What follows belongs to an exercise in optimizing a design on an open flow for small area, a short achievable clock period and few clock cycles; a production flow would make more cautious choices. Function was checked by simulation only, so behaviour that the tests miss may differ from the original. Power is estimated from default activity; no workload was simulated.

Design qsc_encoder, start of the top module:
module qsc_encoder (
    input  wire        clk,
    input  wire        rst,
    input  wire        cmd_valid,
    output wire        cmd_ready,
    input  wire [5:0]  cmd_width_m1,
    input  wire [5:0]  cmd_lines_m1,
    input  wire        cmd_hist_reset,
    input  wire        in_valid,
    output wire        in_ready,
    input  wire [7:0]  in_pix,
    output wire        out_valid,
    input  wire        out_ready,
    output wire [7:0]  out_data,
    output wire        done,
    output wire [14:0] nbytes
);
Size in the first run: roughly 4,200 cells after synthesis, ~1,100 flip-flops, about 53 I/O pins, about 0.047 mm^2 of cells after synthesis.
export LEC_CHECK = 0
export ABC_AREA = 1
export CAP_MARGIN = 5
export CORE_MARGIN = 2
export CORE_UTILIZATION = 55
export CTS_BUF_LIST = sky130_fd_sc_hd__clkbuf_16
export CTS_CLUSTER_DIAMETER = 80
export CTS_CLUSTER_SIZE = 24
export SLEW_MARGIN = 5
create_clock -name core_clock -period 12.0 [get_ports {clk}]
standard.sh (not shown) runs the stock make flow with config.mk's settings and CLKGATE_MAP_FILE= SYNTH_SCRIPT=/design/flow/synth_recipe.tcl, a recipe that flattens the netlist after the stock synthesis.
==> flow/flow/run.sh <==
#!/bin/bash
# The standard layout, with two changes to how it is made:
#  - the port buffers are buf_4 cells instead of the resizer's default choice
#    (a slow delay buffer);
#  - repair_timing is asked for more setup slack than the period needs, so
#    that it sizes the paths for a shorter achieved period.
# The clock period and all constraints are the design's own.
bash standard.sh "BUFFER_PORTS_ARGS=-buffer_cell sky130_fd_sc_hd__buf_4" SETUP_SLACK_MARGIN=8.7 finish > standard.log 2>&1
The starting point completed without violations.
Testbench counts at the start, summed over its fixed seeds: cycles 139,132.
Rerun with:
CORE_UTILIZATION = 65   (was 55)
TNS_END_PERCENT = 10   (was not set)
Effect:
- The new run completed with no timing, DRC or antenna violations
- utilization grows by 8.9 points
- global-route usage goes up by 2.9 points
- critical path depth is unchanged
Rerun with:
--- a/flow/flow/run.sh
+++ b/flow/flow/run.sh
@@ -7,2 +7,2 @@
 # The clock period and all constraints are the design's own.
-bash standard.sh "BUFFER_PORTS_ARGS=-buffer_cell sky130_fd_sc_hd__buf_4" SETUP_SLACK_MARGIN=8.7 finish > standard.log 2>&1
+bash standard.sh "BUFFER_PORTS_ARGS=-buffer_cell sky130_fd_sc_hd__buf_4" SETUP_SLACK_MARGIN=8.3 finish > standard.log 2>&1
CORE_UTILIZATION = 40   (was 65)
TNS_END_PERCENT = not set   (was 10)
Outcome: The new run completed without violations. Wire length goes up by 6.3%. Utilization goes down by 27 points. Cell count goes up by about 10%. Global-route usage goes down by 9.7 points.

Setup of job 3720:
Another version of the RTL of qsc_encoder (not shown whole).
Size: about 4,100 cells after synthesis, about 1,100 flip-flops, about 0.046 mm^2 of cells after synthesis.
Settings: LEC_CHECK=0, ABC_AREA=1, CAP_MARGIN=5, CORE_MARGIN=2, CORE_UTILIZATION=65, CTS_BUF_LIST=sky130_fd_sc_hd__clkbuf_16, CTS_CLUSTER_DIAMETER=80, CTS_CLUSTER_SIZE=24, SLEW_MARGIN=5; clock period 12.0 ns.
==> flow/flow/run.sh <==
#!/bin/bash
# The standard layout, with two changes to how it is made:
#  - the port buffers are buf_4 cells instead of the resizer's default choice
#    (a slow delay buffer);
#  - repair_timing is asked for more setup slack than the period needs, so
#    that it sizes the paths for a shorter achieved period.
# The clock period and all constraints are the design's own.
bash standard.sh "BUFFER_PORTS_ARGS=-buffer_cell sky130_fd_sc_hd__buf_4" SETUP_SLACK_MARGIN=8.7 finish > standard.log 2>&1
Testbench counts of job 3720, summed over its fixed seeds: cycles 139,132.
Input changes introduced in job 4365 (baseline for comparison: job 3720):
Settings: changing CORE_UTILIZATION from 65 to 85; setting TNS_END_PERCENT to 10 for the first time.
## What came out
- NOTE post-placement cell count job 3720->job 4365 decreased by a few percent
- Number of CTS-inserted buffers (job 4365 over job 3720): decrease, 3
- Compared with job 3720, in job 4365 HPWL after detailed placement has increased; combined area of all synthesized cells has remained practically unchanged; synthesized cell count has remained practically unchanged.
- Looking only at cell row count, and setting everything else aside, the lower value of job 4365 and job 3720 goes to job 4365.
- Changes observed in job 4365 relative to job 3720: effective utilization at floorplan moved up, register area share after synthesis about even.
- | final weighted congestion in routability-driven placement | job 4365 vs job 3720 | 0.038 higher |
- Looking at the logs for job 4365 and job 3720, the single run that did not finish was job 4365.
- Changes observed in job 4365 relative to job 3720: die extent in y fell about 12%, post-CTS setup buffer count rose 13%.
--- input diff job 4365..job 7786 ---
Settings: swapping 85 for 65 in CORE_UTILIZATION.
[summary]
- Job 7786 went all the way through the flow, and no timing, DRC or antenna check failed.
- Comparing job 7786 and job 4365, instance count after placement with tap cells included is lower on job 4365.
- Measured against job 7786, the horizontal extent of the die of job 4365 comes out at 0.876 times the reference value.
- From job 7786 to job 4365, number of enable-type register cells in the synthesized netlist did not move at all.
- Taking job 4365 as the reference, in job 7786 number of buffers added to fix hold violations after cts closely matched the old numbers, post-synth net total has remained practically unchanged, height of the chip increased about 14%.
- Looking at total clock buffers created by CTS, job 7786 sits 2 above job 4365.

qsc_encoder, a different RTL version from the one above (not shown whole).
For scale: about 4000 cells after synthesis, ~0.046 sq mm of cells after synthesis.
==> flow/config.mk <==
export PLATFORM = sky130hd
export DESIGN_NAME = qsc_encoder
export DESIGN_NICKNAME = qsc_encoder
export VERILOG_FILES = /design/flow/design.v
export SDC_FILE = /design/flow/constraint.sdc
export NUM_CORES = 4
export LEC_CHECK = 0
export ABC_AREA = 1
export CAP_MARGIN = 5
export CORE_MARGIN = 2
export CORE_UTILIZATION = 70
export CTS_BUF_LIST = sky130_fd_sc_hd__clkbuf_16
export CTS_CLUSTER_DIAMETER = 80
export CTS_CLUSTER_SIZE = 24
export SLEW_MARGIN = 5
export TNS_END_PERCENT = 10
==> flow/constraint.sdc <==
create_clock -name core_clock -period 12.0 [get_ports {clk}]
set_input_delay 2.4000 -clock core_clock [delete_from_list [all_inputs] [get_ports {clk}]]
set_output_delay 2.4000 -clock core_clock [all_outputs]
set_load 0.01 [all_outputs]
Scripts as last shown in full above: flow/flow/run.sh
Testbench counts at the start, summed over its fixed seeds: cycles 139,132.
==> next run, changes <==
Settings changed: CORE_UTILIZATION 70 to 75.
The changed run went through all stages and came out clean.
Area after synthesis does not change.
Power grows by 4.9%.
Maximum frequency grows by 0.60%.
Synthesized cell count is unchanged.
Worst hold slack hardly moves.
Setup slack gains 21 ps.
Routed wire length grows by 14%.
Design area grows by 0.88%.
==> next run, changes <==
Settings changed: TNS_END_PERCENT 10 to default.
Result: The new run finished with timing, DRC and antenna clean; die area is unchanged; total power came out lower by 0.69%; cell area grows by 0.93%; synthesized area does not change; clock power is about the same.

Another version of the RTL of qsc_encoder (not shown whole).
Size in the first run: ~3400 cells after synthesis, roughly 53 I/O pins.
Settings: LEC_CHECK=0, CAP_MARGIN=20, CORE_MARGIN=2, CORE_UTILIZATION=40, CTS_BUF_LIST=sky130_fd_sc_hd__clkbuf_16, CTS_CLUSTER_DIAMETER=100, CTS_CLUSTER_SIZE=30, SLEW_MARGIN=20; clock period 12.0 ns.
==> flow/flow/run.sh <==
#!/bin/bash
# The standard layout, with two changes to how it is made:
#  - the port buffers are buf_4 cells instead of the resizer's default choice
#    (a slow delay buffer);
#  - repair_timing is asked for more setup slack than the period needs, so
#    that it sizes the paths for a shorter achieved period.
# The clock period and all constraints are the design's own.
bash standard.sh "BUFFER_PORTS_ARGS=-buffer_cell sky130_fd_sc_hd__buf_4" SETUP_SLACK_MARGIN=8.3 finish > standard.log 2>&1
The baseline finished clean.
Testbench counts at the start, summed over its fixed seeds: cycles 139,132.
Edit:
- ABC_AREA: not set -> 1
- CTS_CLUSTER_DIAMETER: 100 -> 80
- CTS_CLUSTER_SIZE: 30 -> 24
- clock-buffer cell count grows by 13
- cell count grows by 21%
- cell area grows by 1.3%
- synthesized area grows by 2.8%
- via count came out higher by 11%
- first-iteration DRC count is lower by 5.6%
- die area is higher by 2.7%
- sequential share of layout area fell by 0.80 points
- global-route usage decreases by 0.59 points
- sequential power rose by about 1%

qsc_encoder with an RTL version that a note above also has.
Size in the first run: about 4000 cells after synthesis, roughly 1100 flip-flops, ~53 I/O pins, ~46000 um2 of cells after synthesis.
clock: 12.0 ns
lec_check: 0
abc_area: 1
cap_margin: 5
core_margin: 2
core_utilization: 70
cts_buf_list: sky130_fd_sc_hd__clkbuf_16
cts_cluster_diameter: 80
cts_cluster_size: 24
slew_margin: 5
tns_end_percent: 10
==> flow/flow/run.sh <==
#!/bin/bash
# The standard layout, with two changes to how it is made:
#  - the port buffers are buf_4 cells instead of the resizer's default choice
#    (a slow delay buffer);
#  - repair_timing is asked for more setup slack than the period needs, so
#    that it sizes the paths for a shorter achieved period.
# The clock period and all constraints are the design's own.
bash standard.sh "BUFFER_PORTS_ARGS=-buffer_cell sky130_fd_sc_hd__buf_4" SETUP_SLACK_MARGIN=8.4 finish > standard.log 2>&1
The baseline produced a clean layout.
Testbench counts at the start, summed over its fixed seeds: cycles 139,132.
Edit:
--- a/flow/flow/run.sh
+++ b/flow/flow/run.sh
@@ -6,3 +6,3 @@
 #    that it sizes the paths for a shorter achieved period.
 # The clock period and all constraints are the design's own.
-bash standard.sh "BUFFER_PORTS_ARGS=-buffer_cell sky130_fd_sc_hd__buf_4" SETUP_SLACK_MARGIN=8.4 finish > standard.log 2>&1
+bash standard.sh "BUFFER_PORTS_ARGS=-buffer_cell sky130_fd_sc_hd__buf_4" SETUP_SLACK_MARGIN=9.2 finish > standard.log 2>&1
=> The changed run completed with no timing, DRC or antenna violations; cell area grows by 4.6%; power climbs by 10%; sequential share of layout area went down by 2.7 points; global-route usage rises by 0.56 points; die area is unchanged; fmax is higher by 4.4%; worst setup slack gets better by 0.16 ns; utilization climbs by 3.5 points; non-clock buffer count increases by 132; flip-flop and latch count stays the same; via count rose by 3.0%.
Edit:
--- a/flow/flow/run.sh
+++ b/flow/flow/run.sh
@@ -6,3 +6,3 @@
 #    that it sizes the paths for a shorter achieved period.
 # The clock period and all constraints are the design's own.
-bash standard.sh "BUFFER_PORTS_ARGS=-buffer_cell sky130_fd_sc_hd__buf_4" SETUP_SLACK_MARGIN=9.2 finish > standard.log 2>&1
+bash standard.sh "BUFFER_PORTS_ARGS=-buffer_cell sky130_fd_sc_hd__buf_4" SETUP_SLACK_MARGIN=8.5 finish > standard.log 2>&1
Result: Worst setup slack loses 0.081 ns. Non-clock buffer count goes down by 124. Cell area is lower by 4.0%. Synthesized cell count stays the same. Clock-buffer cell count is unchanged. Global-route usage goes down by 0.45 points. Sequential share of layout area came out higher by 2.4 points. Power falls by 8.7%.
Edit:
--- a/flow/flow/run.sh
+++ b/flow/flow/run.sh
@@ -6,3 +6,3 @@
 #    that it sizes the paths for a shorter achieved period.
 # The clock period and all constraints are the design's own.
-bash standard.sh "BUFFER_PORTS_ARGS=-buffer_cell sky130_fd_sc_hd__buf_4" SETUP_SLACK_MARGIN=8.5 finish > standard.log 2>&1
+bash standard.sh "BUFFER_PORTS_ARGS=-buffer_cell sky130_fd_sc_hd__buf_4" SETUP_SLACK_MARGIN=8.7 finish > standard.log 2>&1
- CTS_CLUSTER_DIAMETER: 80 -> 60
- CTS_CLUSTER_SIZE: 24 -> 20
Die area does not change.
Cell area is higher by 2.2%.
Global-route usage is higher by 1.3 points.
Clock power is higher by 25%.
Routed wire length is higher by 3.0%.

what the ideal ports hide:
How much do the figures lean on ideal ports? The routed layouts below were timed once more, with nothing changed but the port constraints. Step 1, drivers: a clkbuf_16 drives clk and a buf_2 each remaining input, both assumed. Step 2 moves the port delays by t, midway between the first and last clock arrival at a register: inputs arrive t later, outputs are due t later. That takes back most of the time a late clock gives input paths. Three values: ideal, step 1, step 2; two values: the first two.
run	shift t [ns]	slack for setup (ns)	latest minus earliest clock arrival (ns)	cell pins on the clock port's net
the first run of note 1	0.721	8.482 / 8.414 / 8.178	0.066 / 0.067	1
the second run of note 1	0.714	8.437 / 8.367 / 7.960	0.054 / 0.053	1
the third run of note 1	0.737	8.368 / 8.299 / 7.758	0.072 / 0.072	1
job 3720	0.721	8.474 / 8.406 / 8.033	0.066 / 0.066	1
job 7786	0.714	8.479 / 8.411 / 8.035	0.046 / 0.046	1
the first run of note 3	0.714	8.464 / 8.392 / 8.017	0.046 / 0.047	1
the second run of note 3	0.732	8.485 / 8.419 / 8.038	0.083 / 0.082	1
the third run of note 3	0.730	8.465 / 8.396 / 8.134	0.058 / 0.058	1
the first run of note 4	0.716	8.268 / 8.268 / 7.895	0.080 / 0.079	1
the second run of note 4	0.770	8.360 / 8.286 / 7.813	0.092 / 0.092	1
the first run of note 5	0.707	8.318 / 8.290 / 7.866	0.050 / 0.050	1
the second run of note 5	0.708	8.474 / 8.405 / 8.074	0.052 / 0.052	1
the third run of note 5	0.707	8.394 / 8.326 / 7.857	0.047 / 0.046	1
the fourth run of note 5	0.701	8.492 / 8.422 / 7.966	0.056 / 0.056	1
After both steps setup and hold are still met in every run listed. The setup slack of the third run of note 1, which loses most, moves by -0.069 ns with the drivers and by -0.610 ns with both steps.
